Context: an optimization exercise on an open-source flow, tuned for small area, a short achievable clock period and few clock cycles per item. The choices shown serve that exercise and are no tape-out recipe.
In this exercise RTL edits were held to simulation tests only and were not proved equivalent to the original.
No activity file was given, so power comes from the tool's default toggle rates.

### flow/run.sh
#!/bin/bash
# synth_recipe.tcl (not shown) runs the flow's synth.tcl, then flattens the netlist and writes it again
# the make line also repeats each setting of config.mk as NAME=value (left out here)
make -C /OpenROAD-flow-scripts/flow DESIGN_CONFIG=/design/flow/config.mk WORK_HOME=/design/flow/orfs CLKGATE_MAP_FILE= SYNTH_SCRIPT=/design/flow/synth_recipe.tcl finish
### flow/config.mk
export PLATFORM = sky130hd
export DESIGN_NAME = alf_line_coder
export DESIGN_NICKNAME = alf_line_coder
export VERILOG_FILES = /design/flow/design.v
export SDC_FILE = /design/flow/constraint.sdc
export NUM_CORES = 4
export LEC_CHECK = 0
export CAP_MARGIN = 20
export CORE_MARGIN = 2
export CORE_UTILIZATION = 40
export PLACE_DENSITY = 0.6
export SLEW_MARGIN = 20
### flow/constraint.sdc
create_clock -name core_clock -period 50.0 [get_ports {clk}]
set_input_delay 10.0000 -clock core_clock [delete_from_list [all_inputs] [get_ports {clk}]]
set_output_delay 10.0000 -clock core_clock [all_outputs]
set_load 0.01 [all_outputs]
### flow/design.v
module alf_line_coder (
    input  wire        clk,
    input  wire        rst,           
    input  wire [7:0]  fmt,           
    input  wire        in_valid,
    output wire        in_ready,
    input  wire [15:0] in_sample,
    input  wire        in_last,       
    output reg         out_valid,
    input  wire        out_ready,
    output reg  [31:0] out_data,
    output reg         out_last,      
    output wire [23:0] out_nbits      
);
    reg  [1:0]  f_bsel;
    reg  [2:0]  f_d;
    always @(*) begin
        case (fmt)
            8'h01:               begin f_bsel = 2'd0; f_d = 3'd1; end
            8'h02, 8'h03, 8'h04: begin f_bsel = 2'd2; f_d = 3'd1; end
            8'h10:               begin f_bsel = 2'd0; f_d = 3'd2; end
            8'h11, 8'h12:        begin f_bsel = 2'd2; f_d = 3'd2; end
            8'h20:               begin f_bsel = 2'd0; f_d = 3'd3; end
            8'h21, 8'h31:        begin f_bsel = 2'd1; f_d = 3'd3; end
            8'h30:               begin f_bsel = 2'd1; f_d = 3'd0; end
            default:             begin f_bsel = 2'd0; f_d = 3'd1; end
        endcase
    end
    reg         line_first;           
    reg         rdy;                  
    reg         sk_v;
    reg  [15:0] sk_s;
    reg         sk_last, sk_first;
    reg  [1:0]  sk_bsel;
    reg  [2:0]  sk_d;
    reg         x_v;
    reg  [15:0] x_s;
    reg         x_last, x_first;
    reg  [1:0]  x_bsel;
    reg  [2:0]  x_d;
    assign in_ready = rdy;
    wire in_fire = in_valid && rdy;
    wire x_take;                      
    wire sk_v_n = sk_v ? !x_take : (in_fire && !x_take);
    reg  [1:0]  l_bsel;               
    reg  [2:0]  l_d;
    reg  [15:0] hist1, hist2;
    reg  [9:0]  hist3, hist4;
    reg  [2:0]  nseen;                
    reg  [1:0]  phase;                
    wire [1:0]  e_bsel = x_first ? x_bsel : l_bsel;
    wire [2:0]  e_d    = x_first ? x_d    : l_d;
    wire [2:0]  e_seen = x_first ? 3'd0   : nseen;
    wire [1:0]  e_ph   = x_first ? 2'd0   : phase;
    wire [2:0]  pdist = (e_d == 3'd0) ? (e_ph[0] ? 3'd2 : 3'd4) : e_d;
    reg  [15:0] pred;
    always @(*) begin
        if (e_seen < pdist)
            pred = 16'd0;
        else begin
            case (pdist)
                3'd1:    pred = hist1;
                3'd2:    pred = hist2;
                3'd3:    pred = {6'd0, hist3};
                default: pred = {6'd0, hist4};
            endcase
        end
    end
    wire [15:0] diff = x_s - pred;
    reg  [15:0] u_new;
    always @(*) begin
        case (e_bsel)
            2'd0:    u_new = {8'd0, diff[6:0] ^ {7{diff[7]}}, diff[7]};
            2'd1:    u_new = {6'd0, diff[8:0] ^ {9{diff[9]}}, diff[9]};
            default: u_new = {diff[14:0] ^ {15{diff[15]}}, diff[15]};
        endcase
    end
    reg  [5:0]  esc_len;              
    always @(*) begin
        case (e_bsel)
            2'd0:    esc_len = 6'd24;
            2'd1:    esc_len = 6'd26;
            default: esc_len = 6'd32;
        endcase
    end
    integer k;
    reg  [5:0]  term [0:14];
    reg  [15:0] qk;
    always @(*) begin
        for (k = 0; k < 15; k = k + 1) begin
            qk = u_new >> k;
            if (qk < 16'd16)
                term[k] = qk[5:0] + 6'd1 + k[5:0];
            else
                term[k] = esc_len;
        end
    end
    reg  [10:0] cost [0:14];
    reg  [4:0]  bidx;                 
    reg         blk_nz;
    reg         dec_pend;             
    reg  [5:0]  dec_m;
    reg         dec_last;
    reg  [1:0]  dec_bsel;
    reg  [10:0] mc1 [0:7];  reg [3:0] mk1 [0:7];
    reg  [10:0] mc2 [0:3];  reg [3:0] mk2 [0:3];
    reg  [10:0] mc3 [0:1];  reg [3:0] mk3 [0:1];
    integer j;
    always @(*) begin
        for (j = 0; j < 7; j = j + 1) begin
            if (cost[2*j+1] < cost[2*j]) begin mc1[j] = cost[2*j+1]; mk1[j] = 2*j+1; end
            else                         begin mc1[j] = cost[2*j];   mk1[j] = 2*j;   end
        end
        mc1[7] = cost[14]; mk1[7] = 4'd14;
        for (j = 0; j < 4; j = j + 1) begin
            if (mc1[2*j+1] < mc1[2*j]) begin mc2[j] = mc1[2*j+1]; mk2[j] = mk1[2*j+1]; end
            else                       begin mc2[j] = mc1[2*j];   mk2[j] = mk1[2*j];   end
        end
        for (j = 0; j < 2; j = j + 1) begin
            if (mc2[2*j+1] < mc2[2*j]) begin mc3[j] = mc2[2*j+1]; mk3[j] = mk2[2*j+1]; end
            else                       begin mc3[j] = mc2[2*j];   mk3[j] = mk2[2*j];   end
        end
    end
    reg  [9:0]  thr;                  
    always @(*) begin
        case (dec_bsel)
            2'd0:    thr = {1'b0, dec_m, 3'd0};
            2'd1:    thr = {1'b0, dec_m, 3'd0} + {3'd0, dec_m, 1'b0};
            default: thr = {dec_m, 4'd0};
        endcase
    end
    reg         d_v;                  
    reg  [10:0] d_c0, d_c1;
    reg  [3:0]  d_k0, d_k1;
    reg  [9:0]  d_thr;
    reg         d_nz;
    reg  [5:0]  d_m;
    reg         d_last;
    reg  [1:0]  d_bsel;
    wire        d_pick1  = (d_c1 < d_c0);
    wire [10:0] d_min    = d_pick1 ? d_c1 : d_c0;
    wire [3:0]  d_kmin   = d_pick1 ? d_k1 : d_k0;
    wire [4:0]  dec_code = !d_nz ? 5'd31 : (d_min <= {1'b0, d_thr}) ? {1'b0, d_kmin} : 5'd30;
    reg         cq0_v, cq1_v;
    reg  [4:0]  cq0_code, cq1_code;
    reg  [5:0]  cq0_m, cq1_m;
    reg         cq0_last, cq1_last;
    reg  [1:0]  cq0_bsel, cq1_bsel;
    wire dec_fire = d_v && !(cq0_v && cq1_v);         
    wire d_cap    = dec_pend && (!d_v || dec_fire);    
    reg         u_v;
    reg  [15:0] u_q;
    reg  [15:0] rg [0:32];            
    reg  [5:0]  ph;                   
    reg  [5:0]  rd, wr;               
    reg  [5:0]  n;                    
    reg  [4:0]  eidx;                 
    wire [15:0] hu = rg[32];
    wire        hv = (n != 6'd0) && (ph == rd);
    wire [5:0]  ph_n = (ph == 6'd32) ? 6'd0 : ph + 6'd1;
    wire [5:0]  rd_n = (rd == 6'd32) ? 6'd0 : rd + 6'd1;
    wire [4:0]  hc = cq0_code;
    reg  [4:0]  bw;                   
    always @(*) begin
        case (cq0_bsel)
            2'd0:    bw = 5'd8;
            2'd1:    bw = 5'd10;
            default: bw = 5'd16;
        endcase
    end
    wire [15:0] hq = hu >> hc[3:0];
    wire        hesc = (hq >= 16'd16);
    reg  [31:0] cw_v;
    reg  [5:0]  cw_w;
    always @(*) begin
        if (hc == 5'd31) begin
            cw_v = 32'd0;
            cw_w = 6'd0;
        end else if (hc == 5'd30) begin
            cw_v = {16'd0, hu};
            cw_w = {1'b0, bw};
        end else if (!hesc) begin
            cw_v = (((32'd1 << hq[3:0]) - 32'd1) << (hc[3:0] + 5'd1))
                 | ({16'd0, hu} & ((32'd1 << hc[3:0]) - 32'd1));
            cw_w = {2'd0, hq[3:0]} + 6'd1 + {2'd0, hc[3:0]};
        end else begin
            cw_v = (32'hFFFF << bw) | {16'd0, hu};
            cw_w = 6'd16 + {1'b0, bw};
        end
    end
    wire        hdr = (eidx == 5'd0);
    wire        blk_end  = ({1'b0, eidx} + 6'd1 == cq0_m);
    wire        line_end = cq0_last && ((hc == 5'd31) ? hdr : blk_end);
    wire [36:0] put_v = hdr ? (({32'd0, hc} << cw_w) | {5'd0, cw_v}) : {5'd0, cw_v};
    wire [6:0]  put_w = {1'b0, cw_w} + (hdr ? 7'd5 : 7'd0);
    reg  [73:0] acc;                  
    reg  [6:0]  cnt;                  
    reg  [1:0]  lw;                   
    reg  [20:0] tot;                  
    reg  [20:0] nbp;                  
    reg  [20:0] onb;                  
    reg         osk_v;                
    reg  [31:0] osk_data;
    reg         osk_last;
    wire        pk_out = (cnt >= 7'd32) && !osk_v;
    wire [6:0]  cnt_o  = pk_out ? cnt - 7'd32 : cnt;
    wire [73:0] acc_o  = pk_out ? {acc[41:0], 32'd0} : acc;
    wire [1:0]  lw_o   = pk_out ? {1'b0, lw[1]} : lw;
    wire [7:0]  t      = {1'b0, cnt_o} + {1'b0, put_w};
    wire        lw_busy = (lw != 2'd0) || (osk_v && osk_last);
    wire        pk_ok  = (cnt_o <= 7'd37) && !(line_end && ((cnt_o > 7'd32) || lw_busy));
    wire [73:0] placed = {37'd0, put_v} << (7'd74 - t[6:0]);
    assign out_nbits = {3'd0, onb};
    wire        emit    = hv && cq0_v && pk_ok;
    wire [5:0]  n_after = n - {5'd0, emit};
    wire        n_empty = (n_after == 6'd0);
    wire        write   = u_v && (n_empty || ((ph == wr) && (n_after != 6'd33)));
    wire        u_take  = !u_v || write;
    wire        xu      = x_v && u_take && (!dec_pend || d_cap);
    assign x_take = !x_v || xu;
    wire blk_pop  = emit && blk_end;
    integer i;
    always @(posedge clk) begin
        if (in_fire && !x_take) begin
            sk_s     <= in_sample;
            sk_last  <= in_last;
            sk_first <= line_first;
            sk_bsel  <= f_bsel;
            sk_d     <= f_d;
        end
        if (x_take && (sk_v || in_fire)) begin
            x_s     <= sk_v ? sk_s     : in_sample;
            x_last  <= sk_v ? sk_last  : in_last;
            x_first <= sk_v ? sk_first : line_first;
            x_bsel  <= sk_v ? sk_bsel  : f_bsel;
            x_d     <= sk_v ? sk_d     : f_d;
        end
        if (xu) begin
            if (x_first) begin
                l_bsel <= x_bsel;
                l_d    <= x_d;
            end
            hist1 <= x_s;
            hist2 <= hist1;
            hist3 <= hist2[9:0];
            hist4 <= hist3;
            nseen <= (e_seen == 3'd4) ? 3'd4 : e_seen + 3'd1;
            phase <= e_ph + 2'd1;
            u_q   <= u_new;
            for (i = 0; i < 15; i = i + 1)
                cost[i] <= (bidx == 5'd0) ? {5'd0, term[i]} : cost[i] + {5'd0, term[i]};
            blk_nz <= ((bidx == 5'd0) ? 1'b0 : blk_nz) | (u_new != 16'd0);
            if (bidx == 5'd31 || x_last) begin
                dec_m    <= {1'b0, bidx} + 6'd1;
                dec_last <= x_last;
                dec_bsel <= e_bsel;
            end
        end
        if (d_cap) begin
            d_c0   <= mc3[0];
            d_k0   <= mk3[0];
            d_c1   <= mc3[1];
            d_k1   <= mk3[1];
            d_thr  <= thr;
            d_nz   <= blk_nz;
            d_m    <= dec_m;
            d_last <= dec_last;
            d_bsel <= dec_bsel;
        end
        rg[0] <= write ? u_q : rg[32];
        for (i = 1; i < 33; i = i + 1)
            rg[i] <= rg[i-1];
        if (dec_fire) begin
            if (blk_pop ? cq1_v : cq0_v) begin
                cq1_code <= dec_code;
                cq1_m    <= d_m;
                cq1_last <= d_last;
                cq1_bsel <= d_bsel;
            end
        end
        if (blk_pop && cq1_v) begin
            cq0_code <= cq1_code;
            cq0_m    <= cq1_m;
            cq0_last <= cq1_last;
            cq0_bsel <= cq1_bsel;
        end else if (dec_fire && (blk_pop || !cq0_v)) begin
            cq0_code <= dec_code;
            cq0_m    <= d_m;
            cq0_last <= d_last;
            cq0_bsel <= d_bsel;
        end
        if (rst) begin
            line_first <= 1'b1;
            rdy        <= 1'b1;
            sk_v       <= 1'b0;
            x_v        <= 1'b0;
            u_v        <= 1'b0;
            bidx       <= 5'd0;
            dec_pend   <= 1'b0;
            d_v        <= 1'b0;
            ph         <= 6'd0;
            rd         <= 6'd0;
            wr         <= 6'd0;
            n          <= 6'd0;
            cq0_v      <= 1'b0;
            cq1_v      <= 1'b0;
            eidx       <= 5'd0;
            acc        <= 74'd0;
            cnt        <= 7'd0;
            lw         <= 2'd0;
            tot        <= 21'd0;
            osk_v      <= 1'b0;
            out_valid  <= 1'b0;
        end else begin
            if (in_fire)
                line_first <= in_last;
            sk_v <= sk_v_n;
            rdy  <= !sk_v_n;
            x_v  <= x_take ? (sk_v || in_fire) : x_v;
            u_v  <= u_take ? xu : u_v;
            if (xu)
                bidx <= (bidx == 5'd31 || x_last) ? 5'd0 : bidx + 5'd1;
            if (xu && (bidx == 5'd31 || x_last))
                dec_pend <= 1'b1;
            else if (d_cap)
                dec_pend <= 1'b0;
            if (d_cap)
                d_v <= 1'b1;
            else if (dec_fire)
                d_v <= 1'b0;
            ph <= ph_n;
            if (write && n_empty)
                rd <= ph;
            else if (emit)
                rd <= rd_n;
            if (write)
                wr <= ph_n;
            n <= n_after + {5'd0, write};
            if (blk_pop) begin
                cq0_v <= cq1_v || dec_fire;
                cq1_v <= cq1_v && dec_fire;
            end else if (dec_fire) begin
                cq0_v <= 1'b1;
                cq1_v <= cq0_v;
            end
            if (emit) begin
                acc  <= acc_o | placed;
                cnt  <= line_end ? ((t <= 8'd32) ? 7'd32 : 7'd64) : t[6:0];
                lw   <= line_end ? ((t <= 8'd32) ? 2'b01 : 2'b10) : lw_o;
                tot  <= line_end ? 21'd0 : tot + {14'd0, put_w};
                if (line_end)
                    nbp <= tot + {14'd0, put_w};
                eidx <= blk_end ? 5'd0 : eidx + 5'd1;
            end else begin
                acc <= acc_o;
                cnt <= cnt_o;
                lw  <= lw_o;
            end
            if (!out_valid || out_ready) begin
                if (osk_v) begin
                    out_valid <= 1'b1;
                    out_data  <= osk_data;
                    out_last  <= osk_last;
                    if (osk_last)
                        onb <= nbp;
                    osk_v     <= 1'b0;
                end else if (pk_out) begin
                    out_valid <= 1'b1;
                    out_data  <= acc[73:42];
                    out_last  <= lw[0];
                    if (lw[0])
                        onb <= nbp;
                end else
                    out_valid <= 1'b0;
            end else if (pk_out) begin
                osk_v    <= 1'b1;
                osk_data <= acc[73:42];
                osk_last <= lw[0];
            end
        end
    end
endmodule
==> results of run 1 <==
-- placed cells by master (no fill, tap or decap), types with 40 or more instances in the layout --
cell	n
dfxtp_1	677
edfxtp_1	479
nor2_1	452
nand2_1	400
ha_1	337
a21oi_1	290
inv_1	258
o21ai_0	212
mux2i_1	180
xnor2_1	169
mux2_2	151
nand3_1	129
a21o_1	125
clkbuf_16	117
nor3_1	93
xor2_1	85
clkdlybuf4s50_1	83
buf_4	69
nor2b_1	64
and2_1	54
a31oi_1	50
a22oi_1	50
a211oi_1	47
nand4_1	46
nand2b_1	41
and3_1	40
-- path summary, 6_finish.rpt --
| check | startpoint | endpoint | slack (ns) | cells past startpoint |
|---|---|---|---|---|
| worst max-delay path | rdy$_SDFF_PP1_ | in_ready | 38.24 | 1 |
| worst min-delay path | rg[8][1]$_DFF_P_ | rg[9][1]$_DFF_P_ | 0.29 | 0 |
| worst max register to register | x_first$_DFFE_PP_ | cost[1][10]$_SDFFCE_PP0P_ | 38.82 | 37 |
| worst min register to register | rg[8][1]$_DFF_P_ | rg[9][1]$_DFF_P_ | 0.29 | 0 |
-- cell families (layout without fill, tap and decap cells) --
| group | after synthesis | count (layout) |
|---|---|---|
| buffers and inverters | 512 | 637 |
| DFF | 1156 | 1156 |
| xor gates and xnor gates | 262 | 262 |
| and+or+nand+nor | 1436 | 1436 |
| muxes | 353 | 353 |
| adders and majority gates | 357 | 357 |
| AOI/OAI and AO/OA | 1241 | 1241 |
| other | 1 | 5 |
-- per-stage QoR --
step                hold slack, ns  instances
floorplan                    0.310       5322
finish                       0.293       7323
global route                 0.293       7323
detailed placement           0.312       7110
CTS                          0.290       7323
global placement             0.310       7110
-- power groups by stage --
stage               clock network [mW]  logic (mW)  registers (mW)
finish                           0.886        1.35            1.18
global route                     0.946        1.49            1.19
CTS                              0.911        1.33            1.18
detailed placement                   0        1.32            1.20
global placement                     0        1.29            1.20
floorplan                            0       0.968            1.18
-- sequential cells by signal, summed over array words and instances, names as in the netlist, 11 cells and up --
signal,flops
out_data,32
u_q,16
x_s,16
hist1,16
tot,21
acc,74
d_c1,11
cost,165
sk_s,16
hist2,16
osk_data,32
rg,528
onb,21
nbp,21
d_c0,11
-- layer usage --
layer | GRT usage [%] | vias up | part of all wire (%)
met2 | 29.3 | 1245 | 42
li1 | - | 19394 | -
met1 | 29.3 | 19338 | 48
met5 | 0 | - | 0.0091
met4 | 5.77 | 2 | 2.6
met3 | 3.40 | 230 | 6.7
-- synthesized netlist by cell type, drive strengths merged, types with 17 or more instances --
cell type  instances  area share [%]
or3               19            0.21
o31ai             40            0.55
dfxtp            677              24
nor3              99            0.90
a21oi            294             2.6
o22ai             27            0.32
nand2            400             2.7
nor2b             65            0.73
nor2             460             3.1
and2              58            0.65
a221oi            24            0.38
nand2b            41            0.46
o21a              27            0.36
o211ai            36            0.50
o21ai            228             2.1
fa                20            0.72
edfxtp           479              26
buf               49            0.48
o21bai            25            0.34
mux2i            183             3.3
nand4             46            0.51
and3              41            0.47
mux4              19            0.76
a31oi             53            0.64
clkbuf           191             1.3
a211o             18            0.28
nand3            129             1.2
a22oi             50            0.67
a21boi            26            0.35
a21o             125             1.7
o32ai             17            0.28
xor2              87             1.4
xnor2            174             2.7
ha               337             7.5
inv              264             1.8
a211oi            51            0.73
mux2             151             3.0
nor4              25            0.31
-- area by class of cell --
cell class                 count  area share (%)
timing repair buffer         152            2.15
tap                         1876            3.73
clock inverter                65            1.23
sequential                  1156            44.4
clock buffer                 148            5.05
inverter                     272            1.64
multi-input combinational   3654            41.8
==> qor.txt, run 1 <==
crit-path max FO -> 4
fillers -> 13123
Placed Instance Area -> 0.0589 mm^2
ANT nets after route -> 0
sequential cell area -> 0.0279 mm^2
CTS root buffer -> clkbuf_16
std cell rows -> 137
post-synth cell types -> 110
CP max-delay cell -> clkdlybuf4s50_1
endpoint class of the critical path -> primary output
GP Congestion -> 0.958
Core Area -> 0.139 mm^2
postcts setup bufs -> 0
fraction of layout cells with a size suffix above 1 -> 9.64%
post-synthesis mux area share -> 7.08%
crit path DAT -> 1.76 ns
HP Class -> register to register
Die Wd -> 378 um
H-Tree Level Count -> 3
Worst Path Buf+Inv -> 1
clk_skew -> 0.0511 ns
final worst setup slack -> 38.24 ns
die area -> 0.143 mm^2
xor/xnor cell area share of the yosys netlist -> 4.12%
Skew-Pair Late Insertion Delay -> 0.75 ns
Worst VDD drop -> 0.0467 mV
Netlist Area Pre-Place -> 0.0560 mm^2
area of the multi-input gates -> 0.0262 mm^2
Internal Power -> 2.16 mW
Final Cycle Share -> 23.5%
Routed WL per cell -> 19.5 um
final instance area -> 0.0629 mm^2
CP Class -> register to primary output
sequential group share of total power -> 34.6%
vias per inst -> 5.49
Initial Util -> 40.2%
fmax -> 85.0 MHz
clock-pin slew on the worst setup and hold paths -> 0.06 ns
Final Critical Period -> 11.76 ns
iteration count of the initial detailed-routing pass -> 8
Slowest Stage Delay on Critical Path -> 0.59 ns
synth warn -> 10
CTS tree -> built
Final Max Slew Viols -> 0
Gate power share -> 39.5%
largest family of logic cells by synthesized area -> compound AO/OA/AOI/OAI gates
RSZ-0062 raised after global routing -> no
Die Height -> 378 um
DRC errors left -> 0
adder-cell share of the synthesized area -> 8.25%
largest net degree at the start of global routing -> 124
Post-synth top flop -> dfxtp_1
vias in the first global route -> 38342
fin nets -> 5736
Leak -> 24.9 nW
Power Density -> 54.3 mW/mm^2
Area growth syn-to-layout -> 12.3%
Startpoint Class -> register
setup TNS -> 0 ns
I/O Buffers -> 84
crit-path leading delay family -> buffers and inverters
Sink Count -> 1156
drt total wl -> 143000 um
number of synthesized flops with an enable pin -> 479
Yosys reg bits -> 1156
WP data required -> 40.00 ns
I/O pin cnt -> 88
max cap viols -> 0
Clock Path Buffers -> 3
total power -> 3.41 mW
all-layer global routing usage -> 19.8%
status -> no timing/DRC/antenna violations
post-cts repair resize count -> 0
Post-Synthesis Cells -> 5318
sequential area share after synthesis -> 49.9%
final setup fails -> 0
initial DRC count -> 4055
switching part of the total -> 36.8%
initial antenna violation count -> 2
headroom to the max-slew limit -> 19.9%
Slew @ Worst Pin -> 1.20 ns
Synth Area in Compound Gates -> 15.1%
simple-gate portion of the synthesized area -> 11.9%
Post-Syn Area per Cell -> 10.5 um^2
global-route wire length before repair -> 224000 um
Fin. Hold Viols -> 0
dpl ws -> 37.81 ns
routed vias -> 40209
cts hold-fix bufs -> 0
Synth async-reset ratio -> 0%
gr ovfl total -> 0
Switch Pwr -> 1.26 mW
Final HPWL DP -> 102000 um
# diodes -> 0
utilization after layout -> 45.2%
Clk pwr share -> 26.0%
Num CTS Buffers -> 114
crit path cell chain -> clkdlybuf4s50_1
Testbench counts, summed over its fixed seeds: cycles 108,120, samples 107,845.
==> run 2: changes to the inputs <==
--- a/flow/design.v
+++ b/flow/design.v
@@ -27,7 +27,7 @@
         endcase
     end
     reg         line_first;           
-    reg         rdy;                  
+    reg         rdy_o;                
     reg         sk_v;
     reg  [15:0] sk_s;
     reg         sk_last, sk_first;
@@ -38,8 +38,8 @@
     reg         x_last, x_first;
     reg  [1:0]  x_bsel;
     reg  [2:0]  x_d;
-    assign in_ready = rdy;
-    wire in_fire = in_valid && rdy;
+    assign in_ready = rdy_o;
+    wire in_fire = in_valid && !sk_v;
     wire x_take;                      
     wire sk_v_n = sk_v ? !x_take : (in_fire && !x_take);
     reg  [1:0]  l_bsel;               
@@ -121,22 +121,21 @@
             else                       begin mc3[j] = mc2[2*j];   mk3[j] = mk2[2*j];   end
         end
     end
-    reg  [9:0]  thr;                  
-    always @(*) begin
-        case (dec_bsel)
-            2'd0:    thr = {1'b0, dec_m, 3'd0};
-            2'd1:    thr = {1'b0, dec_m, 3'd0} + {3'd0, dec_m, 1'b0};
-            default: thr = {dec_m, 4'd0};
-        endcase
-    end
     reg         d_v;                  
     reg  [10:0] d_c0, d_c1;
     reg  [3:0]  d_k0, d_k1;
-    reg  [9:0]  d_thr;
     reg         d_nz;
     reg  [5:0]  d_m;
     reg         d_last;
     reg  [1:0]  d_bsel;
+    reg  [9:0]  d_thr;                
+    always @(*) begin
+        case (d_bsel)
+            2'd0:    d_thr = {1'b0, d_m, 3'd0};
+            2'd1:    d_thr = {1'b0, d_m, 3'd0} + {3'd0, d_m, 1'b0};
+            default: d_thr = {d_m, 4'd0};
+        endcase
+    end
     wire        d_pick1  = (d_c1 < d_c0);
     wire [10:0] d_min    = d_pick1 ? d_c1 : d_c0;
     wire [3:0]  d_kmin   = d_pick1 ? d_k1 : d_k0;
@@ -247,8 +246,6 @@
             nseen <= (e_seen == 3'd4) ? 3'd4 : e_seen + 3'd1;
             phase <= e_ph + 2'd1;
             u_q   <= u_new;
-            for (i = 0; i < 15; i = i + 1)
-                cost[i] <= (bidx == 5'd0) ? {5'd0, term[i]} : cost[i] + {5'd0, term[i]};
             blk_nz <= ((bidx == 5'd0) ? 1'b0 : blk_nz) | (u_new != 16'd0);
             if (bidx == 5'd31 || x_last) begin
                 dec_m    <= {1'b0, bidx} + 6'd1;
@@ -256,12 +253,13 @@
                 dec_bsel <= e_bsel;
             end
         end
+        for (i = 0; i < 15; i = i + 1)
+            cost[i] <= ((xu && bidx == 5'd0) ? 11'd0 : cost[i]) + (xu ? {5'd0, term[i]} : 11'd0);
         if (d_cap) begin
             d_c0   <= mc3[0];
             d_k0   <= mk3[0];
             d_c1   <= mc3[1];
             d_k1   <= mk3[1];
-            d_thr  <= thr;
             d_nz   <= blk_nz;
             d_m    <= dec_m;
             d_last <= dec_last;
@@ -291,7 +289,7 @@
         end
         if (rst) begin
             line_first <= 1'b1;
-            rdy        <= 1'b1;
+            rdy_o      <= 1'b1;
             sk_v       <= 1'b0;
             x_v        <= 1'b0;
             u_v        <= 1'b0;
@@ -315,7 +313,7 @@
             if (in_fire)
                 line_first <= in_last;
             sk_v <= sk_v_n;
-            rdy  <= !sk_v_n;
+            rdy_o <= !sk_v_n;
             x_v  <= x_take ? (sk_v || in_fire) : x_v;
             u_v  <= u_take ? xu : u_v;
             if (xu)
==> run 2 against run 1 <==
Hold slack got worse by 0.0092 ns. Largest cell class unchanged. Global-route usage fell by 0.52 points. Combinational power rose by 44%. Cell count fell by 2.4%. Routed wire length fell by 6.6%. Non-clock buffer count fell by 3.
==> qor.txt, run 2 <==
status -> no timing/DRC/antenna violations
dpl ws -> 37.66 ns
critical path startpoint -> rdy_o$_SDFF_PP1_
sequential group share of total power -> 29.2%
setup TNS -> 0 ns
initial antenna violation count -> 5
crit-path max FO -> 1
die area -> 0.137 mm^2
HP Class -> register to register
Switch Pwr -> 1.63 mW
global-route wire length before repair -> 212000 um
routed vias -> 38716
post-synthesis mux area share -> 7.78%
Most flops, register -> rg
drt total wl -> 134000 um
Startpoint Class -> register
adder-cell share of the synthesized area -> 8.57%
Clock Path Buffers -> 3
Internal Power -> 2.38 mW
crit-path leading delay family -> buffers and inverters
vias per inst -> 5.42
wire length on met2 -> 58400 um
Num CTS Buffers -> 115
number of synthesized flops with an enable pin -> 305
sequential area share after synthesis -> 48.6%
cts hold-fix bufs -> 0
post-synth cell types -> 108
clock-pin slew on the worst setup and hold paths -> 0.06 ns
area leader, netlist -> dfxtp_1
I/O pin cnt -> 88
endpoint class of the critical path -> primary output
post-cts repair resize count -> 0
switching part of the total -> 40.6%
initial DRC count -> 3401
largest family of logic cells by synthesized area -> compound AO/OA/AOI/OAI gates
I/O Buffers -> 84
largest net degree at the start of global routing -> 78
Final Max Slew Viols -> 0
Max Used Layer -> met5
Yosys reg bits -> 1147
max FFs per register -> 528
simple-gate portion of the synthesized area -> 12.5%
Clk pwr share -> 22.1%
Post-Synthesis Cells -> 5226
WP data required -> 40.00 ns
commonest cells after routing, fill and taps aside -> dfxtp_1, nor2_1, nand2_1
fmax -> 85.4 MHz
Die Height -> 370 um
Worst VDD drop -> 0.0966 mV
crit path DAT -> 1.71 ns
synth warn -> 10
most frequent cell after synthesis -> dfxtp_1
Post-Syn Area per Cell -> 10.2 um^2
CP Class -> register to primary output
Die Wd -> 370 um
Post-synth top flop -> dfxtp_1
std cell rows -> 134
Netlist Area Pre-Place -> 0.0536 mm^2
crit path cell chain -> clkdlybuf4s50_1
Area contributors post-synth -> dfxtp_1, edfxtp_1, ha_1
Slowest Stage Delay on Critical Path -> 0.57 ns
hold_sp -> rg[15][0]$_DFF_P_
H-Tree Level Count -> 3
DR WL met3 -> 8080 um
Leak -> 24.6 nW
Skew-Pair Late Insertion Delay -> 0.75 ns
ANT nets after route -> 0
most instantiated cells after synthesis -> dfxtp_1, nor2_1, nand2_1
Core Area -> 0.133 mm^2
RSZ-0062 raised after global routing -> no
max cap viols -> 0
DRC errors left -> 0
Synth Area in Compound Gates -> 14.4%
area share of the largest cell type after synthesis -> 31.5%
CTS root buffer -> clkbuf_16
headroom to the max-slew limit -> 25.4%
Area growth syn-to-layout -> 12.7%
clk_skew -> 0.0530 ns
biggest regs -> rg: 528 flops, cost: 165 flops, acc: 74 flops
fin nets -> 5657
Slew @ Worst Pin -> 1.12 ns
gr ovfl total -> 0
utilization after layout -> 45.3%
iteration count of the initial detailed-routing pass -> 6
CP max-delay cell -> clkdlybuf4s50_1
postcts setup bufs -> 0
Routed WL per cell -> 18.7 um
Initial Util -> 40.2%
Fin. Hold Viols -> 0
reg2reg start -> cq0_code[0]$_DFFE_PP_
Met1 Wirelength -> 62900 um
most common cell after layout, fill and taps aside -> dfxtp_1
xor/xnor cell area share of the yosys netlist -> 4.43%
Worst Path Buf+Inv -> 1
Final Critical Period -> 11.71 ns
Final HPWL DP -> 96100 um
GP Congestion -> 0.963
CTS tree -> built
all-layer global routing usage -> 19.3%
Gate power share -> 48.6%
vias in the first global route -> 36948
fraction of layout cells with a size suffix above 1 -> 9.54%
final worst setup slack -> 38.29 ns
Synth async-reset ratio -> 0%
final setup fails -> 0
Final Cycle Share -> 23.4%
Power Density -> 66.5 mW/mm^2
Sink Count -> 1147
run 2: layer usage:
metal	GRT usage, %	vias to the layer above
met1	27.4	18463
met5	0	-
met2	29.6	1228
met3	2.82	249
li1	-	18774
met4	6.96	2
run 2: final timing paths:
check | cells past startpoint | to | slack (ns)
worst max-delay path | 1 | in_ready | 38.29
worst max register to register | 37 | cost[13][8]$_DFF_P_ | 38.44
worst min-delay path | 0 | rg[16][0]$_DFF_P_ | 0.28
worst min register to register | 0 | rg[16][0]$_DFF_P_ | 0.28
run 2: cell families (layout without fill, tap and decap cells):
family                     count (synthesis)  count (layout)
muxes                                    359             359
adders and majority gates                355             355
DFF                                     1147            1147
buffers and inverters                    504             649
AOI/OAI and AO/OA                       1158            1158
xor gates and xnor gates                 271             271
other                                      1               6
and+or+nand+nor                         1431            1431
run 2: area by class of cell:
type | instances | area, um^2
multi-input combinational | 3579 | 25700
sequential | 1147 | 26000
clock inverter | 75 | 848
clock buffer | 144 | 3180
timing repair buffer | 149 | 1330
fill | 12470 | 72800
antenna | 1 | 2.50
inverter | 281 | 1060
tap | 1768 | 2210
run 2: through the flow:
step | area (um^2) | power, mW | hold WS (ns) | std cells
4_1_cts | 60400 | 4.02 | 0.279 | 7143
3_3_place_gp | 56300 | 3.08 | 0.310 | 6924
6_report | 60400 | 4.01 | 0.283 | 7144
2_1_floorplan | 53600 | 2.55 | 0.310 | 5230
5_1_grt | 60400 | 4.27 | 0.289 | 7143
3_5_place_dp | 56300 | 3.11 | 0.312 | 6924
run 2: power by group through the flow:
stage,registers [mW],clock network (mW),logic [mW]
2_1_floorplan,1.17,0,1.38
3_3_place_gp,1.19,0,1.89
3_5_place_dp,1.19,0,1.92
4_1_cts,1.17,0.916,1.93
5_1_grt,1.18,0.954,2.13
6_report,1.17,0.889,1.95
Testbench counts of run 2, summed over its fixed seeds: cycles 108,120, samples 107,845.
==> run 3: changes to the inputs <==
--- a/flow/design.v
+++ b/flow/design.v
@@ -99,25 +99,35 @@
     reg  [4:0]  bidx;                 
     reg         blk_nz;
     reg         dec_pend;             
-    reg  [5:0]  dec_m;
+    reg  [5:0]  dec_m;                
     reg         dec_last;
     reg  [1:0]  dec_bsel;
+    function lt11(input [10:0] a, input [10:0] b);
+        integer z;
+        reg l;
+        begin
+            l = 1'b0;
+            for (z = 0; z < 11; z = z + 1)
+                l = (~a[z] & b[z]) | (~(a[z] ^ b[z]) & l);
+            lt11 = l;
+        end
+    endfunction
     reg  [10:0] mc1 [0:7];  reg [3:0] mk1 [0:7];
     reg  [10:0] mc2 [0:3];  reg [3:0] mk2 [0:3];
     reg  [10:0] mc3 [0:1];  reg [3:0] mk3 [0:1];
     integer j;
     always @(*) begin
         for (j = 0; j < 7; j = j + 1) begin
-            if (cost[2*j+1] < cost[2*j]) begin mc1[j] = cost[2*j+1]; mk1[j] = 2*j+1; end
+            if (lt11(cost[2*j+1], cost[2*j])) begin mc1[j] = cost[2*j+1]; mk1[j] = 2*j+1; end
             else                         begin mc1[j] = cost[2*j];   mk1[j] = 2*j;   end
         end
         mc1[7] = cost[14]; mk1[7] = 4'd14;
         for (j = 0; j < 4; j = j + 1) begin
-            if (mc1[2*j+1] < mc1[2*j]) begin mc2[j] = mc1[2*j+1]; mk2[j] = mk1[2*j+1]; end
+            if (lt11(mc1[2*j+1], mc1[2*j])) begin mc2[j] = mc1[2*j+1]; mk2[j] = mk1[2*j+1]; end
             else                       begin mc2[j] = mc1[2*j];   mk2[j] = mk1[2*j];   end
         end
         for (j = 0; j < 2; j = j + 1) begin
-            if (mc2[2*j+1] < mc2[2*j]) begin mc3[j] = mc2[2*j+1]; mk3[j] = mk2[2*j+1]; end
+            if (lt11(mc2[2*j+1], mc2[2*j])) begin mc3[j] = mc2[2*j+1]; mk3[j] = mk2[2*j+1]; end
             else                       begin mc3[j] = mc2[2*j];   mk3[j] = mk2[2*j];   end
         end
     end
@@ -136,13 +146,14 @@
             default: d_thr = {d_m, 4'd0};
         endcase
     end
-    wire        d_pick1  = (d_c1 < d_c0);
+    wire [4:0]  d_m1     = d_m[4:0] - 5'd1;
+    wire        d_pick1  = lt11(d_c1, d_c0);
     wire [10:0] d_min    = d_pick1 ? d_c1 : d_c0;
     wire [3:0]  d_kmin   = d_pick1 ? d_k1 : d_k0;
     wire [4:0]  dec_code = !d_nz ? 5'd31 : (d_min <= {1'b0, d_thr}) ? {1'b0, d_kmin} : 5'd30;
     reg         cq0_v, cq1_v;
     reg  [4:0]  cq0_code, cq1_code;
-    reg  [5:0]  cq0_m, cq1_m;
+    reg  [4:0]  cq0_m, cq1_m;         
     reg         cq0_last, cq1_last;
     reg  [1:0]  cq0_bsel, cq1_bsel;
     wire dec_fire = d_v && !(cq0_v && cq1_v);         
@@ -188,7 +199,7 @@
         end
     end
     wire        hdr = (eidx == 5'd0);
-    wire        blk_end  = ({1'b0, eidx} + 6'd1 == cq0_m);
+    wire        blk_end  = (eidx == cq0_m);
     wire        line_end = cq0_last && ((hc == 5'd31) ? hdr : blk_end);
     wire [36:0] put_v = hdr ? (({32'd0, hc} << cw_w) | {5'd0, cw_v}) : {5'd0, cw_v};
     wire [6:0]  put_w = {1'b0, cw_w} + (hdr ? 7'd5 : 7'd0);
@@ -212,13 +223,17 @@
     assign out_nbits = {3'd0, onb};
     wire        emit    = hv && cq0_v && pk_ok;
     wire [5:0]  n_after = n - {5'd0, emit};
-    wire        n_empty = (n_after == 6'd0);
-    wire        write   = u_v && (n_empty || ((ph == wr) && (n_after != 6'd33)));
+    wire        n0      = (n == 6'd0);
+    wire        n1      = (n == 6'd1);
+    wire        n33     = (n == 6'd33);
+    wire        n_empty = n0 || (n1 && emit);
+    wire        write   = u_v && (n0 || ((ph == wr) && !n33) || (emit && (n1 || n33)));
     wire        u_take  = !u_v || write;
     wire        xu      = x_v && u_take && (!dec_pend || d_cap);
     assign x_take = !x_v || xu;
     wire blk_pop  = emit && blk_end;
-    integer i;
+    integer i, b2;
+    reg [10:0] cbase, cterm, csum; reg cc;
     always @(posedge clk) begin
         if (in_fire && !x_take) begin
             sk_s     <= in_sample;
@@ -253,8 +268,16 @@
                 dec_bsel <= e_bsel;
             end
         end
-        for (i = 0; i < 15; i = i + 1)
-            cost[i] <= ((xu && bidx == 5'd0) ? 11'd0 : cost[i]) + (xu ? {5'd0, term[i]} : 11'd0);
+        for (i = 0; i < 15; i = i + 1) begin
+            cbase = (xu && bidx == 5'd0) ? 11'd0 : cost[i];
+            cterm = xu ? {5'd0, term[i]} : 11'd0;
+            cc = 1'b0;
+            for (b2 = 0; b2 < 11; b2 = b2 + 1) begin
+                csum[b2] = cbase[b2] ^ cterm[b2] ^ cc;
+                cc = (cbase[b2] & cterm[b2]) | (cc & (cbase[b2] ^ cterm[b2]));
+            end
+            cost[i] <= csum;
+        end
         if (d_cap) begin
             d_c0   <= mc3[0];
             d_k0   <= mk3[0];
@@ -271,7 +294,7 @@
         if (dec_fire) begin
             if (blk_pop ? cq1_v : cq0_v) begin
                 cq1_code <= dec_code;
-                cq1_m    <= d_m;
+                cq1_m    <= d_m1;
                 cq1_last <= d_last;
                 cq1_bsel <= d_bsel;
             end
@@ -283,7 +306,7 @@
             cq0_bsel <= cq1_bsel;
         end else if (dec_fire && (blk_pop || !cq0_v)) begin
             cq0_code <= dec_code;
-            cq0_m    <= d_m;
+            cq0_m    <= d_m1;
             cq0_last <= d_last;
             cq0_bsel <= d_bsel;
         end
==> run 3 against run 2 <==
Power increased by 9.2%. First-iteration DRC count increased by 4.8%. Critical path depth unchanged. Hold slack got worse by 0.0016 ns. Routed wire length increased by 11%. Clock power decreased by 0.4%. Die area increased by 0.64%. Sequential power increased by 5%. Critical path type unchanged. Critical endpoint is now out_nbits[19]. Largest cell class unchanged. Highest routed layer unchanged.
==> qor.txt, run 3 <==
Leak -> 24.3 nW
WP data required -> 40.00 ns
Routed WL per cell -> 20.7 um
Fin. Hold Viols -> 0
Post-Syn Area per Cell -> 10.3 um^2
H-Tree Level Count -> 3
clk_skew -> 0.0674 ns
Num CTS Buffers -> 113
Final Max Slew Viols -> 0
vias in the first global route -> 38376
CP Class -> register to primary output
reg-to-reg endpoint -> cost[1][9]$_DFF_P_
most instantiated cells after synthesis -> dfxtp_1, nand2_1, nor2_1
ANT nets after route -> 0
Die Wd -> 371 um
Clock Path Buffers -> 3
drt total wl -> 148000 um
Reg2Reg Depth -> 41
Synth async-reset ratio -> 0%
Worst VDD drop -> 0.0981 mV
area share of the largest cell type after synthesis -> 31.3%
biggest regs -> rg: 528 flops, cost: 165 flops, acc: 74 flops
Post-synth top flop -> dfxtp_1
cts hold-fix bufs -> 0
Final Cycle Share -> 23.3%
Core Area -> 0.134 mm^2
Final HPWL DP -> 109000 um
CTS root buffer -> clkbuf_16
global-route wire length before repair -> 228000 um
CP max-delay cell -> clkdlybuf4s50_1
I/O pin cnt -> 88
CTS tree -> built
Sink Count -> 1145
Slowest Stage Delay on Critical Path -> 0.57 ns
Area growth syn-to-layout -> 12.7%
Yosys reg bits -> 1145
Most flops, register -> rg
Power Density -> 72.2 mW/mm^2
gr ovfl total -> 0
clock-pin slew on the worst setup and hold paths -> 0.06 ns
postcts setup bufs -> 0
fmax -> 85.9 MHz
crit-path leading delay family -> buffers and inverters
crit path cell chain -> clkdlybuf4s50_1
most common cell after layout, fill and taps aside -> dfxtp_1
iteration count of the initial detailed-routing pass -> 8
final setup fails -> 0
reg2reg start -> x_first$_DFFE_PP_
number of synthesized flops with an enable pin -> 303
vias per inst -> 5.57
synth warn -> 10
DRC errors left -> 0
Die Height -> 371 um
max cap viols -> 0
Final Critical Period -> 11.65 ns
Worst Path Buf+Inv -> 1
endpoint class of the critical path -> primary output
area leader, netlist -> dfxtp_1
Post-Synthesis Cells -> 5229
worst hold endpoint -> rg[25][2]$_DFF_P_
routed vias -> 39749
Netlist Area Pre-Place -> 0.0539 mm^2
post-cts repair resize count -> 0
reg-to-reg slack, setup -> 38.47 ns
sequential area share after synthesis -> 48.2%
std cell rows -> 134
status -> no timing/DRC/antenna violations
Startpoint Class -> register
largest net degree at the start of global routing -> 75
most frequent cell after synthesis -> dfxtp_1
fraction of layout cells with a size suffix above 1 -> 9.85%
headroom to the max-slew limit -> 18.0%
die area -> 0.138 mm^2
WHS Path Cells -> 0
fin nets -> 5716
commonest cells after routing, fill and taps aside -> dfxtp_1, nand2_1, nor2_1
GP Congestion -> 0.966
setup TNS -> 0 ns
Initial Util -> 40.3%
post-synth cell types -> 112
I/O Buffers -> 84
utilization after layout -> 45.4%
Slew @ Worst Pin -> 1.22 ns
crit-path max FO -> 1
Area contributors post-synth -> dfxtp_1, edfxtp_1, ha_1
Skew-Pair Late Insertion Delay -> 0.77 ns
HP Class -> register to register
initial DRC count -> 3565
RSZ-0062 raised after global routing -> no
max FFs per register -> 528
initial antenna violation count -> 7
hold_sp -> rg[24][2]$_DFF_P_
crit path DAT -> 1.65 ns
all-layer global routing usage -> 21.2%
run 3: changes by cell type after synthesis, moves of 58 or more:
cell,previous run,this run
a21o_1,128,56
a21oi_1,319,216
fa_1,20,78
inv_1,269,329
nand2_1,374,459
nor2_1,465,407
xnor2_1,174,106
run 3: cell families (layout without fill, tap and decap cells):
| kind of cell | count (synthesis) | in the layout | share of synthesized area (%) |
|---|---|---|---|
| and+or+nand+nor | 1475 | 1475 | 12.8 |
| AOI/OAI and AO/OA | 1149 | 1149 | 15.1 |
| DFF | 1145 | 1145 | 48.2 |
| buffers and inverters | 586 | 715 | 4.21 |
| adders and majority gates | 422 | 422 | 10.9 |
| muxes | 300 | 300 | 6.35 |
| xor gates and xnor gates | 151 | 151 | 2.54 |
| other | 1 | 6 | 0.00696 |
run 3: worst max path at each step:
stage / startpoint / end / cells after the start
after floorplan: rst / osk_data[0]$_DFFE_PP_ / 4
after global placement: rst / acc[29]$_SDFF_PP0_ / 6
after detailed placement: rst / acc[29]$_SDFF_PP0_ / 6
after CTS: onb[14]$_DFFE_PP_ / out_nbits[14] / 1
after global routing: x_first$_DFFE_PP_ / cost[1][10]$_DFF_P_ / 42
final: onb[19]$_DFFE_PP_ / out_nbits[19] / 1
run 3: stage by stage:
stage                     power, mW  std cells  instance area (um^2)  hold slack [ns]  setup slack, ns
final                          4.38       7131                 60700            0.282            38.35
after global routing           4.67       7130                 60700            0.302            37.59
after CTS                      4.38       7129                 60700            0.279            38.28
after detailed placement       3.48       6917                 56700            0.312            37.76
after global placement         3.45       6916                 56700            0.310            37.81
after floorplan                2.79       5233                 53900            0.310            36.66
run 3: metal layers:
| metal | routed length, um | vias to the layer above | track usage, % |
|---|---|---|---|
| li1 | - | 18913 | - |
| met1 | 63700 | 19214 | 27.8 |
| met2 | 68700 | 1305 | 34.8 |
| met3 | 8940 | 315 | 3.35 |
| met4 | 6430 | 2 | 8.97 |
| met5 | 8 | - | 0 |
run 3: power breakdown:
group          leakage [nW]  switching [mW]  total (mW)  internal [mW]
logic                  12.7            1.45        2.27          0.821
registers              9.69          0.0727        1.23           1.16
clock network          1.95           0.371       0.885          0.514
total                  24.3            1.89        4.38           2.49
run 3: worst register-to-register path, delay by kind of cell (launching register included):
family / cells / cell delay [ns]
compound gates: 13 / 2.80
xor+xnor: 1 / 0.22
fa+ha+maj: 13 / 4.24
buf+inv: 5 / 0.71
flops: 1 / 0.60
mux: 3 / 1.17
simple gates: 6 / 1.71
run 3: area by class of cell:
type / count / area (um^2)
Sequential cell: 1145 / 26000
Multi-Input combinational cell: 3502 / 25800
Clock inverter: 57 / 737
Antenna cell: 1 / 2.50
Clock buffer: 155 / 3260
Timing Repair Buffer: 164 / 1440
Tap cell: 1768 / 2210
Fill cell: 12509 / 72900
Inverter: 339 / 1280
Testbench counts of run 3, summed over its fixed seeds: cycles 108,120, samples 107,845.
==> run 4: changes to the inputs <==
--- a/flow/config.mk
+++ b/flow/config.mk
@@ -5,6 +5,7 @@
 export SDC_FILE = /design/flow/constraint.sdc
 export NUM_CORES = 4
 export LEC_CHECK = 0
+export ABC_AREA = 1
 export CAP_MARGIN = 20
 export CORE_MARGIN = 2
 export CORE_UTILIZATION = 40
==> run 4 against run 3 <==
Critical path depth grew 57. Non-clock buffer count shrank 29. Register-to-register slack lost 0.13 ns. Maximum frequency shrank 0.13%. Largest power group unchanged. Power shrank 14%. Die area shrank 5.2%. Flip-flop and latch count is the same. Cell count grew 7.7%. Count of clock-buffer cells in the layout grew 3. Sequential share of layout area grew 2.4 points. Highest routed layer is now met4. Core utilization shrank 0.27 points.
==> qor.txt, run 4 <==
post-synth cell types -> 73
Sink Count -> 1145
Die Height -> 361 um
most common cell after layout, fill and taps aside -> nand2_1
fraction of layout cells with a size suffix above 1 -> 5.60%
number of synthesized flops with an enable pin -> 303
postcts setup bufs -> 0
Initial Util -> 40.2%
drt total wl -> 115000 um
clk_skew -> 0.0408 ns
iteration count of the initial detailed-routing pass -> 6
biggest regs -> rg: 528 flops, cost: 165 flops, acc: 74 flops
most instantiated cells after synthesis -> nand2_1, dfxtp_1, inv_1
GP Congestion -> 0.941
vias in the first global route -> 34903
final setup fails -> 0
headroom to the max-slew limit -> 20.9%
I/O pin cnt -> 88
Die Wd -> 361 um
Cell Count, Final, Fillers Out -> 7678
endpoint class of the critical path -> register
Post-Synthesis Cells -> 5866
crit path DAT -> 12.31 ns
ANT nets after route -> 0
status -> no timing/DRC/antenna violations
utilization after layout -> 45.2%
gr ovfl total -> 0
std cell rows -> 131
RSZ-0062 raised after global routing -> no
all-layer global routing usage -> 17.4%
Reg2Reg Depth -> 58
fmax -> 85.7 MHz
H-Tree Level Count -> 3
HP Class -> register to register
setup TNS -> 0 ns
CTS tree -> built
Leak -> 25.6 nW
clock-pin slew on the worst setup and hold paths -> 0.06 ns
commonest cells after routing, fill and taps aside -> nand2_1, dfxtp_1, inv_1
Final HPWL DP -> 84200 um
Fin. Hold Viols -> 0
Core Area -> 0.127 mm^2
WP data required -> 50.65 ns
dpl ws -> 38.17 ns
Netlist Area Pre-Place -> 0.0511 mm^2
global-route wire length before repair -> 183000 um
cts hold-fix bufs -> 0
fin nets -> 6374
sequential area share after synthesis -> 50.8%
max cap viols -> 0
Area contributors post-synth -> dfxtp_1, edfxtp_1, nand2_1
Most common cell on crit path -> inv_1
max FFs per register -> 528
CP max-delay cell -> nor2_1
Min Hold Slack -> 0.319 ns
post-cts repair resize count -> 0
initial antenna violation count -> 0
I/O Buffers -> 84
CTS root buffer -> clkbuf_16
Routed WL per cell -> 15.0 um
final worst setup slack -> 38.34 ns
CP Class -> register to register
DRC errors left -> 0
Slowest Stage Delay on Critical Path -> 0.56 ns
crit-path max FO -> 13
initial DRC count -> 2394
Yosys reg bits -> 1145
synth warn -> 10
Power Density -> 65.6 mW/mm^2
Post-synth top flop -> dfxtp_1
Clock Path Buffers -> 3
Num CTS Buffers -> 109
most frequent cell after synthesis -> nand2_1
Synth async-reset ratio -> 0%
Slew @ Worst Pin -> 1.16 ns
Final Critical Period -> 11.66 ns
WHS Path Cells -> 0
Inst Count DP -> 7473
Worst VDD drop -> 0.0614 mV
vias per inst -> 4.82
Area growth syn-to-layout -> 12.5%
routed vias -> 37004
Final Max Slew Viols -> 0
fillers -> 12297
largest net degree at the start of global routing -> 91
area share of the largest cell type after synthesis -> 33.0%
area leader, netlist -> dfxtp_1
die area -> 0.131 mm^2
Startpoint Class -> register
Final Cycle Share -> 23.3%
Post-Syn Area per Cell -> 8.71 um^2
Skew-Pair Late Insertion Delay -> 0.74 ns
Most flops, register -> rg
## run 4: changes by cell type after synthesis, moves of 117 or more
cell	previous run	this run
mux2_2	137	0
inv_1	329	800
o21ai_0	178	441
nor2_1	407	290
nand2_1	459	1573
mux2i_1	142	20
## run 4: final timing paths
check                    startpoint                   to  slack, ns
hold reg to reg   rg[8][11]$_DFF_P_    rg[9][11]$_DFF_P_       0.32
setup / recovery  x_first$_DFFE_PP_  cost[0][10]$_DFF_P_      38.34
setup reg to reg  x_first$_DFFE_PP_  cost[0][10]$_DFF_P_      38.34
hold / removal    rg[8][11]$_DFF_P_    rg[9][11]$_DFF_P_       0.32
## run 4: cells by family (layout without fill, tap and decap cells)
logic type | after synthesis | count (layout) | synth area share (%)
muxes | 20 | 20 | 0.392
and+or+nand+nor | 2189 | 2189 | 17.3
AOI/OAI and AO/OA | 963 | 963 | 10.6
other | 1 | 6 | 0.00734
buffers and inverters | 1029 | 1174 | 7.74
DFF | 1145 | 1145 | 50.8
xor gates and xnor gates | 97 | 97 | 1.68
adders and majority gates | 422 | 422 | 11.5
## run 4: power breakdown
| group | switching [mW] | internal, mW |
|---|---|---|
| sequential | 0.0863 | 1.24 |
| combinational | 1.11 | 0.491 |
| clock | 0.359 | 0.489 |
## run 4: metrics by stage
stage | area (um^2) | power, mW
after floorplan | 51100 | 2.48
after global placement | 53600 | 2.90
after detailed placement | 53600 | 2.94
after CTS | 57400 | 3.80
after global routing | 57500 | 4.11
final | 57500 | 3.77
## run 4: metal layers
layer	share of wire (%)	wire length [um]	track usage (%)
met4	2.7	3150	5.40
met5	0	0	0
met3	5.0	5750	2.95
met1	47	53700	23.6
met2	46	52200	28.5
## run 4: cell type report
| cell class | instances | area [um^2] | area share (%) |
|---|---|---|---|
| clock inverters | 45 | 587 | 1.02 |
| multi-input cells | 3696 | 21300 | 37.0 |
| diodes | 1 | 2.50 | 0.00435 |
| flip-flops and latches | 1145 | 26000 | 45.2 |
| well taps | 1662 | 2080 | 3.62 |
| clock buffers | 158 | 3190 | 5.56 |
| repair buffers | 135 | 1240 | 2.16 |
| inverters | 836 | 3140 | 5.47 |
## run 4: worst max-delay path, delay by kind of cell (launching register included)
kind / cells / cell delay, ns
simple gates: 19 / 3.45
buf+inv: 13 / 1.69
xor+xnor: 1 / 0.11
compound gates: 12 / 2.29
flops: 1 / 0.47
fa+ha+maj: 13 / 3.61
==> run 5: changes to the inputs <==
--- a/flow/design.v
+++ b/flow/design.v
@@ -158,17 +158,15 @@
     reg  [1:0]  cq0_bsel, cq1_bsel;
     wire dec_fire = d_v && !(cq0_v && cq1_v);         
     wire d_cap    = dec_pend && (!d_v || dec_fire);    
-    reg         u_v;
-    reg  [15:0] u_q;
-    reg  [15:0] rg [0:32];            
+    reg  [15:0] rg [0:33];            
     reg  [5:0]  ph;                   
     reg  [5:0]  rd, wr;               
     reg  [5:0]  n;                    
     reg  [4:0]  eidx;                 
-    wire [15:0] hu = rg[32];
+    wire [15:0] hu = rg[33];
     wire        hv = (n != 6'd0) && (ph == rd);
-    wire [5:0]  ph_n = (ph == 6'd32) ? 6'd0 : ph + 6'd1;
-    wire [5:0]  rd_n = (rd == 6'd32) ? 6'd0 : rd + 6'd1;
+    wire [5:0]  ph_n = (ph == 6'd33) ? 6'd0 : ph + 6'd1;
+    wire [5:0]  rd_n = (rd == 6'd33) ? 6'd0 : rd + 6'd1;
     wire [4:0]  hc = cq0_code;
     reg  [4:0]  bw;                   
     always @(*) begin
@@ -225,11 +223,11 @@
     wire [5:0]  n_after = n - {5'd0, emit};
     wire        n0      = (n == 6'd0);
     wire        n1      = (n == 6'd1);
-    wire        n33     = (n == 6'd33);
+    wire        n34     = (n == 6'd34);
     wire        n_empty = n0 || (n1 && emit);
-    wire        write   = u_v && (n0 || ((ph == wr) && !n33) || (emit && (n1 || n33)));
-    wire        u_take  = !u_v || write;
-    wire        xu      = x_v && u_take && (!dec_pend || d_cap);
+    wire        xu      = x_v && (n0 || ((ph == wr) && !n34) || (emit && (n1 || n34)))
+                          && (!dec_pend || d_cap);
+    wire        write   = xu;
     assign x_take = !x_v || xu;
     wire blk_pop  = emit && blk_end;
     integer i, b2;
@@ -260,7 +258,6 @@
             hist4 <= hist3;
             nseen <= (e_seen == 3'd4) ? 3'd4 : e_seen + 3'd1;
             phase <= e_ph + 2'd1;
-            u_q   <= u_new;
             blk_nz <= ((bidx == 5'd0) ? 1'b0 : blk_nz) | (u_new != 16'd0);
             if (bidx == 5'd31 || x_last) begin
                 dec_m    <= {1'b0, bidx} + 6'd1;
@@ -288,8 +285,8 @@
             d_last <= dec_last;
             d_bsel <= dec_bsel;
         end
-        rg[0] <= write ? u_q : rg[32];
-        for (i = 1; i < 33; i = i + 1)
+        rg[0] <= write ? u_new : rg[33];
+        for (i = 1; i < 34; i = i + 1)
             rg[i] <= rg[i-1];
         if (dec_fire) begin
             if (blk_pop ? cq1_v : cq0_v) begin
@@ -315,7 +312,6 @@
             rdy_o      <= 1'b1;
             sk_v       <= 1'b0;
             x_v        <= 1'b0;
-            u_v        <= 1'b0;
             bidx       <= 5'd0;
             dec_pend   <= 1'b0;
             d_v        <= 1'b0;
@@ -338,7 +334,6 @@
             sk_v <= sk_v_n;
             rdy_o <= !sk_v_n;
             x_v  <= x_take ? (sk_v || in_fire) : x_v;
-            u_v  <= u_take ? xu : u_v;
             if (xu)
                 bidx <= (bidx == 5'd31 || x_last) ? 5'd0 : bidx + 5'd1;
             if (xu && (bidx == 5'd31 || x_last))
--- a/flow/config.mk
+++ b/flow/config.mk
@@ -8,6 +8,6 @@
 export ABC_AREA = 1
 export CAP_MARGIN = 20
 export CORE_MARGIN = 2
-export CORE_UTILIZATION = 40
-export PLACE_DENSITY = 0.6
+export CORE_UTILIZATION = 55
+export PLACE_DENSITY = 0.75
 export SLEW_MARGIN = 20
==> run 5 against run 4 <==
Clock skew grew 0.031 ns. Critical endpoint is now in_ready. Still clean. Core utilization up 17 points. Non-clock buffer count decreased by 12. Highest routed layer unchanged.
==> qor.txt, run 5 <==
initial antenna violation count -> 4
post-cts repair resize count -> 0
Fin. Hold Viols -> 0
sequential area share after synthesis -> 50.7%
most common cell after layout, fill and taps aside -> nand2_1
endpoint class of the critical path -> primary output
Cell Count, Final, Fillers Out -> 7153
biggest regs -> rg: 544 flops, cost: 165 flops, acc: 74 flops
Routed WL per cell -> 15.4 um
CP max-delay cell -> clkdlybuf4s50_1
Worst VDD drop -> 0.0776 mV
crit path cell chain -> clkdlybuf4s50_1
crit-path max FO -> 1
iteration count of the initial detailed-routing pass -> 6
Startpoint Class -> register
crit path DAT -> 1.61 ns
area leader, netlist -> dfxtp_1
DRC errors left -> 0
synth warn -> 10
CTS root buffer -> clkbuf_16
Final Cycle Share -> 23.2%
Core Area -> 0.0917 mm^2
Sink Count -> 1144
I/O pin cnt -> 88
Most flops, register -> rg
Area contributors post-synth -> dfxtp_1, edfxtp_1, nand2_1
Post-Syn Area per Cell -> 8.71 um^2
reg-to-reg slack, setup -> 39.21 ns
vias per inst -> 5.23
Synth async-reset ratio -> 0%
fraction of layout cells with a size suffix above 1 -> 6.05%
final instance area -> 0.0566 mm^2
Final HPWL DP -> 78600 um
Initial Util -> 55.5%
max cap viols -> 0
routed vias -> 37382
fmax -> 86.1 MHz
final setup fails -> 0
CP Class -> register to primary output
number of synthesized flops with an enable pin -> 287
RSZ-0062 raised after global routing -> no
critical path startpoint -> rdy_o$_SDFF_PP1_
WP data required -> 40.00 ns
Num CTS Buffers -> 109
std cell rows -> 111
Slowest Stage Delay on Critical Path -> 0.55 ns
all-layer global routing usage -> 23.2%
gr ovfl total -> 0
Clock Path Buffers -> 3
setup TNS -> 0 ns
Yosys reg bits -> 1144
Final Critical Period -> 11.61 ns
global-route wire length before repair -> 179000 um
Die Wd -> 308 um
status -> no timing/DRC/antenna violations
ANT nets after route -> 0
Final Max Slew Viols -> 0
largest net degree at the start of global routing -> 96
reg2reg start -> x_first$_DFFE_PP_
die area -> 0.0950 mm^2
utilization after layout -> 61.8%
drt total wl -> 110000 um
Post-Synthesis Cells -> 5839
H-Tree Level Count -> 3
I/O Buffers -> 84
fin nets -> 6322
area share of the largest cell type after synthesis -> 33.7%
Placed Instance Area -> 0.0527 mm^2
vias in the first global route -> 35639
Post-synth top flop -> dfxtp_1
Power Density -> 72.8 mW/mm^2
headroom to the max-slew limit -> 32.2%
most instantiated cells after synthesis -> nand2_1, dfxtp_1, inv_1
crit-path leading delay family -> buffers and inverters
CTS tree -> built
Area growth syn-to-layout -> 11.3%
Worst Path Buf+Inv -> 1
postcts setup bufs -> 0
initial DRC count -> 3063
Inst Count DP -> 6944
hold_sp -> rg[6][7]$_DFF_P_
cts hold-fix bufs -> 0
Slew @ Worst Pin -> 1.02 ns
fillers -> 7655
clock-pin slew on the worst setup and hold paths -> 0.07 ns
commonest cells after routing, fill and taps aside -> nand2_1, dfxtp_1, inv_1
# diodes -> 0
max FFs per register -> 544
post-synth cell types -> 73
Die Height -> 308 um
GP Congestion -> 0.963
Leak -> 25.5 nW
most frequent cell after synthesis -> nand2_1
HP Class -> register to register
clk_skew -> 0.0716 ns
Netlist Area Pre-Place -> 0.0509 mm^2
Skew-Pair Late Insertion Delay -> 0.73 ns
==> run 5: cell count changes after synthesis, moves of 10 or more <==
cell	change
clkbuf_1	+10
nand2_1	-55
xor2_1	+11
o21ai_1	+24
edfxtp_1	-16
nor3_1	-15
dfxtp_1	+15
inv_1	+27
o21ai_0	-38
a31oi_1	+10
==> run 5: cell families after synthesis <==
kind of cell	synth area share, %
mux	0.428
buf+inv	8.04
flops	50.7
xor+xnor	1.99
fa+ha+maj	11.5
simple gates	16.8
other cells	0.00737
compound gates	10.6
==> run 5: area by class of cell <==
type                            count  area, um^2  area share [%]
Timing Repair Buffer              123        1160            2.05
Tap cell                         1186        1480            2.62
Clock inverter                     53         607            1.07
Sequential cell                  1144       25800            45.5
Clock buffer                      154        3270            5.77
Multi-Input combinational cell   3636       21100            37.3
Inverter                          857        3230            5.70
==> run 5: per-stage QoR <==
| stage | power, mW | setup WS (ns) | hold slack, ns |
|---|---|---|---|
| after floorplan | 2.71 | 37.09 | 0.310 |
| after global placement | 3.18 | 38.11 | 0.310 |
| after detailed placement | 3.24 | 38.08 | 0.312 |
| after CTS | 4.12 | 38.35 | 0.275 |
| after global routing | 4.47 | 38.17 | 0.279 |
| final | 4.12 | 38.39 | 0.275 |
==> run 5: worst paths after layout <==
kind | end | depth (start not counted)
hold / removal | rg[7][7]$_DFF_P_ | 0
setup reg to reg | cost[1][9]$_DFF_P_ | 53
setup / recovery | in_ready | 1
hold reg to reg | rg[7][7]$_DFF_P_ | 0
==> run 5: where the power goes <==
group | leakage [nW] | internal (mW) | switching (mW)
clock network | 1.90 | 0.489 | 0.364
registers | 9.70 | 1.26 | 0.102
logic | 14.0 | 0.570 | 1.34
==> run 5: layer usage <==
metal	GRT usage [%]	share of wire (%)	wire length, um
met1	31.4	45	49000
met2	37.9	46	50200
met3	3.40	6.5	7130
met4	8.71	3.3	3620
met5	0	0	0
Testbench counts of run 5, summed over its fixed seeds: cycles 108,120, samples 107,845.
==> run 6: changes to the inputs <==
--- a/flow/config.mk
+++ b/flow/config.mk
@@ -9,5 +9,8 @@
 export CAP_MARGIN = 20
 export CORE_MARGIN = 2
 export CORE_UTILIZATION = 55
+export CTS_BUF_LIST = sky130_fd_sc_hd__clkbuf_8
+export CTS_CLUSTER_DIAMETER = 50
+export CTS_CLUSTER_SIZE = 20
 export PLACE_DENSITY = 0.75
 export SLEW_MARGIN = 20
==> run 6 against run 5 <==
Sequential share of layout area rose by 1.3 points. Power fell by 6.8%. Count of clock-buffer cells in the layout shrank 52. Maximum frequency fell by 0.80%. Core utilization decreased by 1.7 points. Flip-flop and latch count stayed put. Non-clock buffer count unchanged. Highest routed layer unchanged.
==> qor.txt, run 6 <==
WP data required -> 40.00 ns
crit-path max FO -> 1
status -> no timing/DRC/antenna violations
Core Area -> 0.0917 mm^2
drt total wl -> 108000 um
Worst Path Buf+Inv -> 1
Final Cycle Share -> 23.4%
iteration count of the initial detailed-routing pass -> 6
Area growth syn-to-layout -> 8.20%
fillers -> 7880
final worst setup slack -> 38.29 ns
grt met1 use -> 31.2%
Num CTS Buffers -> 100
sequential area share after synthesis -> 50.7%
synth warn -> 10
total power -> 3.84 mW
HP Class -> register to register
all-layer global routing usage -> 22.8%
Slowest Stage Delay on Critical Path -> 0.55 ns
vias per inst -> 5.20
cts hold-fix bufs -> 0
setup TNS -> 0 ns
most instantiated cells after synthesis -> nand2_1, dfxtp_1, inv_1
Leak -> 24.8 nW
Final HPWL DP -> 78600 um
Power Density -> 69.8 mW/mm^2
most frequent cell after synthesis -> nand2_1
utilization after layout -> 60.1%
CP Class -> register to primary output
Yosys reg bits -> 1144
CTS tree -> built
Skew-Pair Late Insertion Delay -> 0.81 ns
dpl ws -> 38.08 ns
Slew @ Worst Pin -> 1.03 ns
initial DRC count -> 3142
Final Critical Period -> 11.71 ns
H-Tree Level Count -> 3
largest net degree at the start of global routing -> 96
Startpoint Class -> register
routed vias -> 37033
biggest regs -> rg: 544 flops, cost: 165 flops, acc: 74 flops
Area contributors post-synth -> dfxtp_1, edfxtp_1, nand2_1
GP Congestion -> 0.963
std cell rows -> 111
area leader, netlist -> dfxtp_1
fmax -> 85.4 MHz
most common cell after layout, fill and taps aside -> nand2_1
Netlist Area Pre-Place -> 0.0509 mm^2
headroom to the max-slew limit -> 31.5%
Die Wd -> 308 um
crit path cell chain -> clkdlybuf4s50_1
Routed WL per cell -> 15.1 um
Post-Syn Area per Cell -> 8.71 um^2
Die Height -> 308 um
busiest metal layer after global routing -> met2
Post-Synthesis Cells -> 5839
RSZ-0062 raised after global routing -> no
post-synth cell types -> 73
I/O Buffers -> 84
ANT nets after route -> 0
crit-path leading delay family -> buffers and inverters
met2 GRT Util -> 36.9%
area share of the largest cell type after synthesis -> 33.7%
grt met3 use -> 3.48%
die area -> 0.0950 mm^2
CTS root buffer -> clkbuf_8
Fin. Hold Viols -> 0
fin nets -> 6313
vias in the first global route -> 35024
DRC errors left -> 0
CP max-delay cell -> clkdlybuf4s50_1
post-cts repair resize count -> 0
initial antenna violation count -> 6
postcts setup bufs -> 0
max FFs per register -> 544
clk_skew -> 0.0485 ns
clock-pin slew on the worst setup and hold paths -> 0.11 ns
Final Max Slew Viols -> 0
fraction of layout cells with a size suffix above 1 -> 5.72%
Worst VDD drop -> 0.0692 mV
gr ovfl total -> 0
crit path DAT -> 1.71 ns
Initial Util -> 55.5%
final setup fails -> 0
Sink Count -> 1144
number of synthesized flops with an enable pin -> 287
Post-synth top flop -> dfxtp_1
global-route wire length before repair -> 176000 um
I/O pin cnt -> 88
endpoint class of the critical path -> primary output
Most flops, register -> rg
commonest cells after routing, fill and taps aside -> nand2_1, dfxtp_1, inv_1
max cap viols -> 0
Synth async-reset ratio -> 0%
Clock Path Buffers -> 3
## run 6: cell counts after synthesis
No cell type changed its count.
## run 6: area by class of cell
class | instances | area (um^2) | area share [%]
Antenna cell | 2 | 5.00 | 0.00909
Clock buffer | 102 | 1400 | 2.55
Clock inverter | 77 | 901 | 1.64
Inverter | 857 | 3230 | 5.86
Multi-Input combinational cell | 3636 | 21100 | 38.3
Sequential cell | 1144 | 25800 | 46.8
Tap cell | 1186 | 1480 | 2.70
Timing Repair Buffer | 123 | 1150 | 2.10
## run 6: logic make-up (layout without fill, tap and decap cells)
group           Yosys count  count (layout)  synth area share, %
fa+ha+maj               422             422                 11.5
xor+xnor                115             115                 1.99
mux                      21              21                0.428
other cells               1               7              0.00737
compound gates          955             955                 10.6
flops                  1144            1144                 50.7
simple gates           2118            2118                 16.8
buf+inv                1063            1159                 8.04
## run 6: layer usage
layer	routed length (um)	vias to the layer above
li1	-	18766
met1	48700	17073
met2	48800	993
met3	6760	201
met4	3640	0
met5	0	-
## run 6: final timing paths
kind	start	end	slack, ns	cells after the start
setup / recovery	rdy_o$_SDFF_PP1_	in_ready	38.29	1
hold reg to reg	rg[14][10]$_DFF_P_	rg[15][10]$_DFF_P_	0.30	0
hold / removal	rg[14][10]$_DFF_P_	rg[15][10]$_DFF_P_	0.30	0
setup reg to reg	x_first$_DFFE_PP_	cost[0][9]$_DFF_P_	39.24	52
## run 6: power by group
part	internal, mW	leakage (nW)	switching [mW]	total (mW)
Clock	0.234	1.18	0.354	0.588
Sequential	1.26	9.70	0.0991	1.36
Combinational	0.569	13.9	1.33	1.90
Total	2.06	24.8	1.78	3.84
## run 6: per-stage QoR
| step | std cells | hold WS (ns) | cell area [um^2] |
|---|---|---|---|
| after CTS | 7123 | 0.313 | 55000 |
| after global routing | 7127 | 0.320 | 55100 |
| final | 7127 | 0.302 | 55100 |
| after floorplan | 5843 | 0.310 | 50900 |
| after global placement | 6944 | 0.310 | 52700 |
| after detailed placement | 6944 | 0.312 | 52700 |
## run 6: worst register-to-register path, delay by kind of cell (launching register included)
family                   cells  cell delay (ns)
AO/OA/AOI/OAI                9             1.52
buffers and inverters        9             1.17
AND/OR/NAND/NOR             22             3.77
adder cells (fa/ha/maj)     12             3.59
flip-flops                   1             0.59

Re-timed with assumed drivers on the ports (clkbuf_16 on the clock, buf_2 on other inputs), run 6 has 38.228 ns of setup slack against 38.292 ns with ideal ports, and 38.062 ns once port delays also move by the mid clock arrival of 0.851 ns.
